This design comes from an exercise in tuning for small area, a short achievable clock period and few clock cycles per item on the open sky130 flow, not from production work.
Function was checked by simulation only, so behaviour that the tests miss may differ from the original.

== build 39 ==
Design xts_line_engine, start of the top module:
module xts_line_engine (
    input  wire         clk,
    input  wire         rst,
    input  wire         in_valid,
    output wire         in_ready,
    input  wire         in_decrypt,
    input  wire [255:0] in_key1,
    input  wire [255:0] in_key2,
    input  wire [39:0]  in_line,
    input  wire [47:0]  in_gen,
    input  wire [511:0] in_data,
    output wire         out_valid,
    input  wire         out_ready,
    output wire [511:0] out_data
);
Size: about 26000 cells after synthesis, ~3500 flip-flops, ~1600 I/O pins, ~270000 sq um of cells after synthesis.
Settings: LEC_CHECK=0, CAP_MARGIN=30, CORE_MARGIN=2, CORE_UTILIZATION=45, PLACE_DENSITY=0.6, SLEW_MARGIN=30, TNS_END_PERCENT=0; clock period 10.0 ns.
standard.sh (not shown) runs the stock make flow with config.mk's settings and CLKGATE_MAP_FILE= SYNTH_SCRIPT=/design/flow/synth_recipe.tcl, a recipe that flattens the netlist after the stock synthesis.
==> flow/flow/run.sh <==
#!/bin/bash
# Layout flow: the standard flow (standard.sh), with the standard
# synthesis run first and unchanged, then the layout steps with a tighter
# setup-repair target (flow/setup_margin.txt, in ns of slack at the 10 ns
# clock) so repair_timing also works on paths shorter than the clock period.
# Each make run's output goes to its own log file here.
set -euo pipefail
MARGIN=$(cat flow/setup_margin.txt)
bash standard.sh synth > synth.log 2>&1
bash standard.sh SETUP_SLACK_MARGIN=$MARGIN finish > layout.log 2>&1
==> flow/flow/setup_margin.txt <==
6.0
Testbench counts of build 39, summed over its fixed seeds: cycles 7,664, lines 256.
#### Input delta (build 5 over build 39)
- TNS_END_PERCENT no longer set, was 0
==> flow/flow/setup_margin.txt <==
5.0
--- outcome ---
- Build 39 → build 5: average wire length per cell after detail routing now sits lower; area fraction of clock buffers and clock inverters rose by 0.23 points.
#### Input delta (build 8 over build 5)
- setting ABC_AREA to 1 for the first time
- setting TNS_END_PERCENT to 0 for the first time
==> flow/flow/setup_margin.txt <==
6.0
==> comparison <==
- Worst setup path endpoint: u_d0.r2[122] -> build 5, u_d0.r2[13] -> build 8
- [compare] base=build 5 new=build 8: actual transition at the worst max-transition pin increased by 0.11 ns relative to the old numbers, cell count after synthesis went up.
- Build 8 ends up with lower minimum period implied by the final worst setup slack than build 5 does.
- Cmp build 8 and build 5 / routed wire length / higher: build 8
- In terms of flip-flop and latch area, build 5 and build 8 differ only marginally.
#### Input delta (build 86 over build 8)
- a deleted ABC_AREA that had been 1
==> flow/flow/run.sh <==
#!/bin/bash
# Layout flow: the standard flow (standard.sh), with the standard
# synthesis run first and unchanged, then the layout steps with:
#  - the port buffers (every input and output still gets one) made from
#    sky130_fd_sc_hd__buf_2 instead of the default choice.
# Each make run's output goes to its own log file here.
set -euo pipefail
MARGIN=$(cat flow/setup_margin.txt)
bash standard.sh synth > synth.log 2>&1
bash standard.sh SETUP_SLACK_MARGIN=$MARGIN "BUFFER_PORTS_ARGS=-buffer_cell sky130_fd_sc_hd__buf_2" finish > layout.log 2>&1
Notes after the runs:
- Build 86 — share of cell area taken by multi-input logic gates 0.85 points higher, build 8 as reference
- The final weighted congestion of routability-driven global placement of build 86 is lower than that of build 8.
- Build 8 -> build 86: final worst-path cycle share flat
- Summary — antenna diode count, build 86 relative to build 8: lower, by 148.
- Cell area after synthesis (build 86 / build 8): 0.895
- Build 86 against build 8: routed wire length saw a decrease; fmax stayed essentially flat.

========
xts_line_engine, a different RTL version from the one above (not shown whole).
Size: about 3400 flip-flops, ~0.26 mm² of cells after synthesis.
clock: 10.0 ns
lec_check: 0
cap_margin: 30
core_margin: 2
core_utilization: 45
cts_buf_list: sky130_fd_sc_hd__clkbuf_8
place_density: 0.55
slew_margin: 30
tns_end_percent: 0
==> flow/flow/run.sh <==
#!/bin/bash
# Layout flow: the standard flow (standard.sh), with the standard
# synthesis run first and unchanged, then the layout steps with:
#  - the port buffers (every input and output still gets one) made from
#    sky130_fd_sc_hd__buf_2 instead of the default choice.
# Each make run's output goes to its own log file here.
set -euo pipefail
MARGIN=$(cat flow/setup_margin.txt)
bash standard.sh synth > synth.log 2>&1
bash standard.sh SETUP_SLACK_MARGIN=$MARGIN "BUFFER_PORTS_ARGS=-buffer_cell sky130_fd_sc_hd__buf_2" finish > layout.log 2>&1
==> flow/flow/setup_margin.txt <==
6.0
The baseline finished with timing, DRC and antenna clean.
Testbench counts at the start, summed over its fixed seeds: cycles 7,416, lines 256.
Then changed:
Settings changed: CTS_BUF_LIST sky130_fd_sc_hd__clkbuf_8 to default, PLACE_DENSITY 0.55 to 0.5.
What happened: The changed run ran to the end with no violations. Final cell count is lower by 1.8%.
Then changed:
Settings changed: GPL_ROUTABILITY_DRIVEN from default to 0, PLACE_DENSITY 0.5 to 0.55.
Outcome: The new run went through all stages and came out clean. Worst setup slack gains 230 ps. Worst hold slack is worse by 44 ps.
Then changed:
Settings changed: CTS_BUF_LIST from default to sky130_fd_sc_hd__clkbuf_4 sky130_fd_sc_hd__clkbuf_8, GPL_ROUTABILITY_DRIVEN 0 to default.
- The new run ran to the end with no violations
- sequential cell count does not change
- non-clock buffer count fell by 7
- first-iteration DRC count fell by 4.1%
- worst hold slack loses 15 ps
- global-route usage rose by 1.8 points
Then changed:
Settings changed: CORE_UTILIZATION 45 to 48, CTS_BUF_LIST sky130_fd_sc_hd__clkbuf_4 sky130_fd_sc_hd__clkbuf_8 to default, PLACE_DENSITY 0.55 to 0.58.
Effect: Clock skew came out lower by 55 ps; cell count came out lower by a few percent.
Then changed:
Settings changed: CORE_UTILIZATION 48 to 42, PLACE_DENSITY 0.58 to 0.6.
What happened: The new run completed with no timing, DRC or antenna violations; wire length rose by about 3%; register-to-register slack is better by 50 ps; utilization came out lower by 7.1 points; first-iteration DRC count rises by 1.5%; global-route usage went down by 5.3 points.

==> static timing again, ports no longer ideal <==
The results above use ideal ports. As a check the final layouts listed here were re-extracted and re-timed, cells and wires unchanged. Step 1 assumes that a clkbuf_16 drives the clock port and a buf_2 every other input. Step 2 moves the port delays by t, midway between the first and last clock arrival at a register: inputs arrive t later, outputs are due t later. That takes back most of the time a late clock gives input paths. Three values: ideal, step 1, step 2; two values: the first two.
| run | t (ns) | setup WS [ns] | cell pins on the clock port's net |
|---|---|---|---|
| build 39 | 1.197 | 5.367 / 5.451 / 4.290 | 1 |
| build 5 | 1.179 | 4.865 / 4.865 / 3.872 | 1 |
| build 8 | 1.269 | 5.336 / 5.335 / 4.262 | 1 |
| build 86 | 1.200 | 5.339 / 5.339 / 4.384 | 1 |
| the first run of note 2 | 1.503 | 5.439 / 5.439 / 4.160 | 1 |
| the second run of note 2 | 1.201 | 5.287 / 5.287 / 4.284 | 1 |
| the third run of note 2 | 1.221 | 5.518 / 5.496 / 4.274 | 1 |
| the fourth run of note 2 | 1.506 | 5.460 / 5.460 / 4.158 | 1 |
| the fifth run of note 2 | 1.220 | 5.393 / 5.393 / 4.405 | 1 |
| the sixth run of note 2 | 1.266 | 5.447 / 5.392 / 4.412 | 1 |
After both steps setup and hold are still met in every run listed. For the fourth run of note 2, which loses most, drivers alone change the setup slack by 0.000 ns; drivers and shift together by -1.302 ns.
